From an optimization exercise on the open Yosys and OpenROAD flow, aimed at small area, a short achievable clock period and few clock cycles per item; shortcuts taken in it are not production practice.
RTL that was checked went through simulation tests only; none was proved equivalent to the original.
Only the layout flow was run in run 1; the RTL was not checked for function there.
Power figures rest on the tool's default switching activity, not on a simulated workload.

==> flow/design.v, too long to show whole: its modules and the start of the top module <==
// module ce_mac: 1111 lines
// module ce_fa: 4 lines
// module ce_ha: 4 lines
// module ce_add64: 249 lines
// module ce_add80: 311 lines
// module ce_inc33: 63 lines
module ce_mac (
    input  wire        clk,
    input  wire        rst,         
    input  wire        in_valid,
    output wire        in_ready,
    input  wire [1:0]  in_op,
    input  wire [31:0] in_mant,     
    input  wire [5:0]  in_shift,    
    input  wire [31:0] in_x,        
    input  wire [4:0]  in_osh,      
    output reg         out_valid,
    output reg  [31:0] out_y,
    output reg         out_sat
);
  // ...
==> flow/flow/run.sh <==
#!/bin/bash
set -euo pipefail
MARGIN=$(cat flow/margin.txt)
bash standard.sh synth > log_synth.txt 2>&1
bash standard.sh SETUP_SLACK_MARGIN=$MARGIN MATCH_CELL_FOOTPRINT=0 \
  "BUFFER_PORTS_ARGS=-buffer_cell sky130_fd_sc_hd__buf_4" finish > log_layout.txt 2>&1
==> flow/flow/margin.txt <==
19.2
==> flow/standard.sh <==
#!/bin/bash
# synth_recipe.tcl (not shown) runs the flow's synth.tcl, then flattens the netlist and writes it again
# the make line also repeats each setting of config.mk as NAME=value (left out here)
make -C /OpenROAD-flow-scripts/flow DESIGN_CONFIG=/design/flow/config.mk WORK_HOME=/design/flow/orfs CLKGATE_MAP_FILE= SYNTH_SCRIPT=/design/flow/synth_recipe.tcl "${@:-finish}"
==> flow/config.mk <==
export PLATFORM = sky130hd
export DESIGN_NAME = ce_mac
export DESIGN_NICKNAME = ce_mac
export VERILOG_FILES = /design/flow/design.v
export SDC_FILE = /design/flow/constraint.sdc
export NUM_CORES = 4
export LEC_CHECK = 0
export ABC_AREA = 1
export CAP_MARGIN = 20
export CORE_MARGIN = 2
export CORE_UTILIZATION = 50
export SLEW_MARGIN = 20
export SYNTH_HIERARCHICAL = 1
==> flow/constraint.sdc <==
create_clock -name core_clock -period 25.0 [get_ports {clk}]
set_input_delay 5.0000 -clock core_clock [delete_from_list [all_inputs] [get_ports {clk}]]
set_output_delay 5.0000 -clock core_clock [all_outputs]
set_load 0.01 [all_outputs]
==> flow_summary_export.csv, run 1 <==
group,metric,value,unit
outcome,status,"finished clean",
floorplanning,start_util,50.3,%
floorplanning,core.rowCount,111,
power,seq_power_share,20.3,%
setup_path,crit_buf_inv,1,
timing,fmax,0.164,GHz
power,p_per_area,114,mW/mm^2
power,p_sw_share,49.3,%
power,p_seq,0.00115,W
floorplanning,num_io_pins,115,
routing,routed-via-count,41500,
routing,drtIter0Drc,4290,
min_path,min_to,"op2[0]",
routing,top_layer,"met4",
power,power_leakage,23.2,nW
floorplanning,coreArea,0.0914,sq mm
min_path,min_path_type,"reg2reg",
setup_path,path_depth,1,
finish,buf_share,3.47,%
power,p_sw,0.00279,W
setup_path,arrival,1090,ps
timing,period_needed,6090,ps
routing,drc,0,
setup_path,startpoint,"out_y[17]",
routing,wl_met1,63700,um
min_path,hold_path_startpoint,"op1[0]",
clock_network,clk_pin_slew,60,ps
==> inputs of run 2 (changes only) <==
--- a/flow/design.v
+++ b/flow/design.v
@@ -9,34 +9,32 @@
     input  wire [31:0] in_x,        
     input  wire [4:0]  in_osh,      
     output reg         out_valid,
     output reg  [31:0] out_y,
     output reg         out_sat
 );
     assign in_ready = 1'b1;
     reg        v0;
-    reg        mv0, ld0;     
     reg [1:0]  op0;
     reg [31:0] mant0, x0;
     reg [5:0]  sh0;
     reg [4:0]  osh0;
     always @(posedge clk) begin
         v0    <= in_valid & ~rst;
-        mv0   <= in_valid & ~rst & (in_op == 2'd2);
-        ld0   <= in_valid & ~rst & (in_op == 2'd1);
         op0   <= in_op;
         mant0 <= in_mant;
         x0    <= in_x;
         sh0   <= in_shift;
         osh0  <= in_osh;
     end
     wire mac0  = op0 == 2'd2;
+    wire load0 = op0 == 2'd1;
     wire wb0   = op0 == 2'd3;
-    wire [31:0] a = mv0 ? mant0 : {1'b0, ld0, 30'd0};
+    wire [31:0] a = (v0 & mac0) ? mant0 : {1'b0, v0 & load0, 30'd0};
     wire [32:0] ax = {a[31], a};
     wire [33:0] bx = {x0, 1'b0};
     wire [15:0] bone, btwo, bneg;
     wire [32:0] pp0, pp1, pp2, pp3, pp4, pp5, pp6, pp7,
                 pp8, pp9, pp10, pp11, pp12, pp13, pp14, pp15;
     wire [32:0] pp [0:15];
     genvar gi;
     generate
@@ -1045,34 +1043,33 @@
                 stk = stk | p[j];
     end
     wire        rinc = vsh[0] & (~pn | stk);
     wire [79:0] term = ovf_l ? {pn, {79{~pn}}} : vsh[80:1];
     reg        v2;
     reg [1:0]  op2;
     reg [79:0] t2;
     reg        inc2, tov2;
-    reg        kill2;     
     reg [4:0]  osh2;
     always @(posedge clk) begin
         v2   <= v1 & ~rst;
         op2  <= op1;
         t2   <= term;
         inc2 <= rinc;
         tov2 <= ovf_l;
         osh2 <= sh1[4:0];
-        kill2 <= rst | (zf & ~macv) | (v1 & ~op1[1]);
     end
     reg [79:0] acc;
     reg        sf;
     reg        zf;       
+    wire rowst = v2 & ~op2[1];           
     wire macv  = v2 & ~(op2 == 2'd3);    
     wire wbv   = v2 & (op2 == 2'd3);
-    wire [79:0] ab  = kill2 ? 80'd0 : acc;
-    wire        sfb = kill2 ? 1'b0 : sf;
+    wire [79:0] ab  = (zf | rowst) ? 80'd0 : acc;
+    wire        sfb = (zf | rowst) ? 1'b0 : sf;
     wire [79:0] sum;
     wire        sc80, sc79;
     ce_add80 u_acc (.a(ab), .b(t2), .ci(inc2), .s(sum), .co(sc80), .c1(sc79));
     wire        aov  = sc80 ^ sc79;
     wire [79:0] anew = aov ? {ab[79], {79{~ab[79]}}} : sum;
     always @(posedge clk) begin
         acc <= anew;
         if (rst) begin
==> flow/flow/run.sh (replaced) <==
#!/bin/bash
set -euo pipefail
MARGIN=$(cat flow/margin.txt)
bash standard.sh synth > log_synth.txt 2>&1
bash standard.sh SETUP_SLACK_MARGIN=$MARGIN finish > log_layout.txt 2>&1
==> flow/flow/margin.txt (replaced) <==
19
==> run 2 against run 1 <==
Effect of this change:
- via count is 1.4% higher
- sequential power is essentially flat
- utilization decreased by 0.10 points
- largest power group unchanged
- highest routed layer unchanged
- critical path type unchanged
- largest cell class unchanged
- die area increased by 0.20%
- non-clock buffer count shrank 3
- sequential share of layout area fell by 0.19 points
- critical endpoint is now out_y[10]
- first-iteration DRC count increased by 8.0%
- cell count rose by 0.49%
==> flow_summary_export.csv, run 2 <==
group,metric,value,unit
power,vdd_drop_max,0.0000615,V
global_routing,first_global_vias,42300,
setup_path,crit_type,"reg2out",
finish,drive_gt1_share,7.28,%
yosys,avgSynthCellArea,7.81,sq um
setup_path,worstPathRequired,20000,ps
routing,firstDrtPassIters,9,
outcome,status,"finished clean",
routing,routed-via-count,42100,
routing,postRouteAntennaNets,0,
finish,finish.utilization,54.0,%
setup_path,crit_chain,"buf_6",
clock_network,clk_pin_slew,60,ps
timing,post-route-period-util,24.2,%
timing,tightest_slew,1010,ps
routing,post_drt_via_cell_ratio,6.07,
min_path,hold_path_startpoint,"op1[0]",
timing,rsz0062_at_grt,"true",
setup_path,cp-end-kind,"output pin",
place,port_buffers,113,
setup_path,slowest_stage,"dfxtp_2",
clock_network,clockBufferDepth,3,
routing,drc,0,
clock_network,cts.sinks,418,
finish,nFillCells,8929,
min_path,min_to,"op2[0]",
clock_network,cts_setup_buffers,0,
floorplanning,core.rowCount,111,
clock_network,cts_hold_buf,0,
power,p_per_area,112,mW/mm^2
clock_network,cts_tree,"built",
timing,fmax,0.165,GHz
power,power_leakage,23.2,nW
global_routing,overflow,0,
setup_path,cp_max_fo,1,
setup_path,worst-r2r-cell-count,14,
yosys,ys.warnings.count,7,
setup_path,r2r_setup_slack,19260,ps
setup_path,max_stage_delay,320,ps
place,gp_congestion,0.944,
timing,setup_violations,0,
floorplanning,die_width,308,um
setup_path,r2r_end,"cs1[29]",
finish,top_regs,"acc x80, t2 x80, cs0 x63",
finish,fin_nets,6516,
finish,most-common-layout-cells,"nand2_1, xor2_1, fa_1",
place,dp_hpwl,115000,um
min_path,min_path_type,"reg2reg",
global_routing,track_usage,34.9,%
place,dpl_worst_slack,18980,ps
routing,drt-wirelength-per-cell,23.9,um
floorplanning,start_util,50.3,%
finish,final_common_cell,"nand2_1",
timing,fin_skew,35.0,ps
timing,hold_viol_final,0,
yosys,syn_inst,5898,
routing,drtIter0Drc,4632,
clock_network,cts_root_buffer,"clkbuf_16",
yosys,syn_area,0.0461,sq mm
setup_path,start_kind,"register",
global_routing,grt_max_degree,80,
global_routing,antenna_found_initial,2,
clock_network,h-tree-depth,2,
timing,setup_slack,18940,ps
finish,antenna_cells,0,
setup_path,cp_top_family,"flip-flops",
setup_path,arrival,1060,ps
timing,finalSetupTns,0,ps
floorplanning,coreArea,0.0915,sq mm
global_routing,grt_pass1_wl,252000,um
run,cap_violations,0,
clock_network,worstSkewPairLatency,660,ps
setup_path,crit_buf_inv,1,
timing,period_needed,6060,ps
floorplanning,die_area,0.0946,sq mm
clock_network,numCtsBuffers,53,
routing,wirelength,166000,um
timing,drv_slew,0,
setup_path,worst_r2r_startpoint,"x0[9]",
timing,slew_headroom,32.6,%
finish,area_delta_synth_final,7.33,%
floorplanning,num_io_pins,115,
min_path,worstHoldPathCells,0,
floorplanning,die_y,308,um
[run 2: per-layer routing]
metal / vias to the layer above / share of wire, % / track usage (%)
li1: 19200 / - / -
met1: 20000 / 39 / 42.9
met2: 2265 / 45 / 56.5
met3: 691 / 9.1 / 7.89
met4: 0 / 6.6 / 19.7
met5: - / 0 / 0
[run 2: stage by stage]
| step | hold slack, ps | cells | cell area (sq um) | total power, W |
|---|---|---|---|---|
| 5_1_grt | 333 | 6944 | 49500 | 0.00604 |
| 3_5_place_dp | 313 | 6849 | 47700 | 0.00473 |
| 6_report | 327 | 6944 | 49500 | 0.00554 |
| 4_1_cts | 327 | 6943 | 49300 | 0.00552 |
| 3_3_place_gp | 315 | 6849 | 47700 | 0.00466 |
| 2_1_floorplan | 310 | 5917 | 46100 | 0.00356 |
[run 2: repair_timing]
item	in CTS	in global routing
gates cloned	0	1
hold endpoints to repair	0	0
resized for setup	143	30
endpoints found under the setup margin	65	97
[run 2: where the power goes]
group / internal, W / leakage [nW] / switching, W / total [W]
clock: 0.000482 / 0.873 / 0.000318 / 0.000800
combinational: 0.00131 / 18.8 / 0.00230 / 0.00360
sequential: 0.000979 / 3.52 / 0.000156 / 0.00113
total: 0.00277 / 23.2 / 0.00277 / 0.00554
[run 2: how the worst max path moves through the flow]
stage | cells past startpoint | startpoint | slack (ps) | to
after floorplan | 1 | rst | 19610 | zf
after global placement | 28 | osh2[3] | 19020 | out_y[9]
after detailed placement | 29 | osh2[4] | 18980 | out_y[4]
after CTS | 1 | out_y[25] | 18880 | out_y[25]
after global routing | 1 | out_y[22] | 18870 | out_y[22]
final | 1 | out_y[10] | 18940 | out_y[10]
[run 2: layout make-up]
type                            count  area (sq um)  area share (%)
Timing Repair inverter              1          5.00          0.0101
Sequential cell                   418          8410            17.0
Tap cell                         1186          1480            3.00
Inverter                          399          1510            3.04
Multi-Input combinational cell   4639         34500            69.8
Timing Repair Buffer              207          1740            3.52
Clock buffer                       66          1450            2.92
Clock inverter                     28           360           0.729
Testbench counts of run 2, summed over its fixed seeds: cycles 24,081, items 24,049.

-- separate check: timing with driven ports --
Ports are ideal in the flow. The routed layouts listed here were re-timed in OpenROAD.
Step 1 assumes that a clkbuf_16 drives the clock port and a buf_2 every other input.
Step 2 adds t to the input delays and takes it off the output delays; t is the mean of the earliest and latest rising clock arrival at the registers after step 1. Input paths then give back, and output paths get back, about the clock's delay inside the block.
a / b / c = no drivers / after step 1 / after step 2; a / b = the first two.
| run | t (ns) | setup WS [ns] | worst hold slack (ns) | worst setup path after step 2 | clock arrival spread, ns |
|---|---|---|---|---|---|
| run 1 | 0.714 | 18.909 / 18.840 / 19.266 | 0.327 / 0.327 / 0.327 | register to register | 0.023 / 0.023 |
| run 2 | 0.714 | 18.940 / 18.868 / 19.008 | 0.327 / 0.327 / 0.327 | input to register | 0.035 / 0.035 |
After both steps every run listed still meets setup and hold.
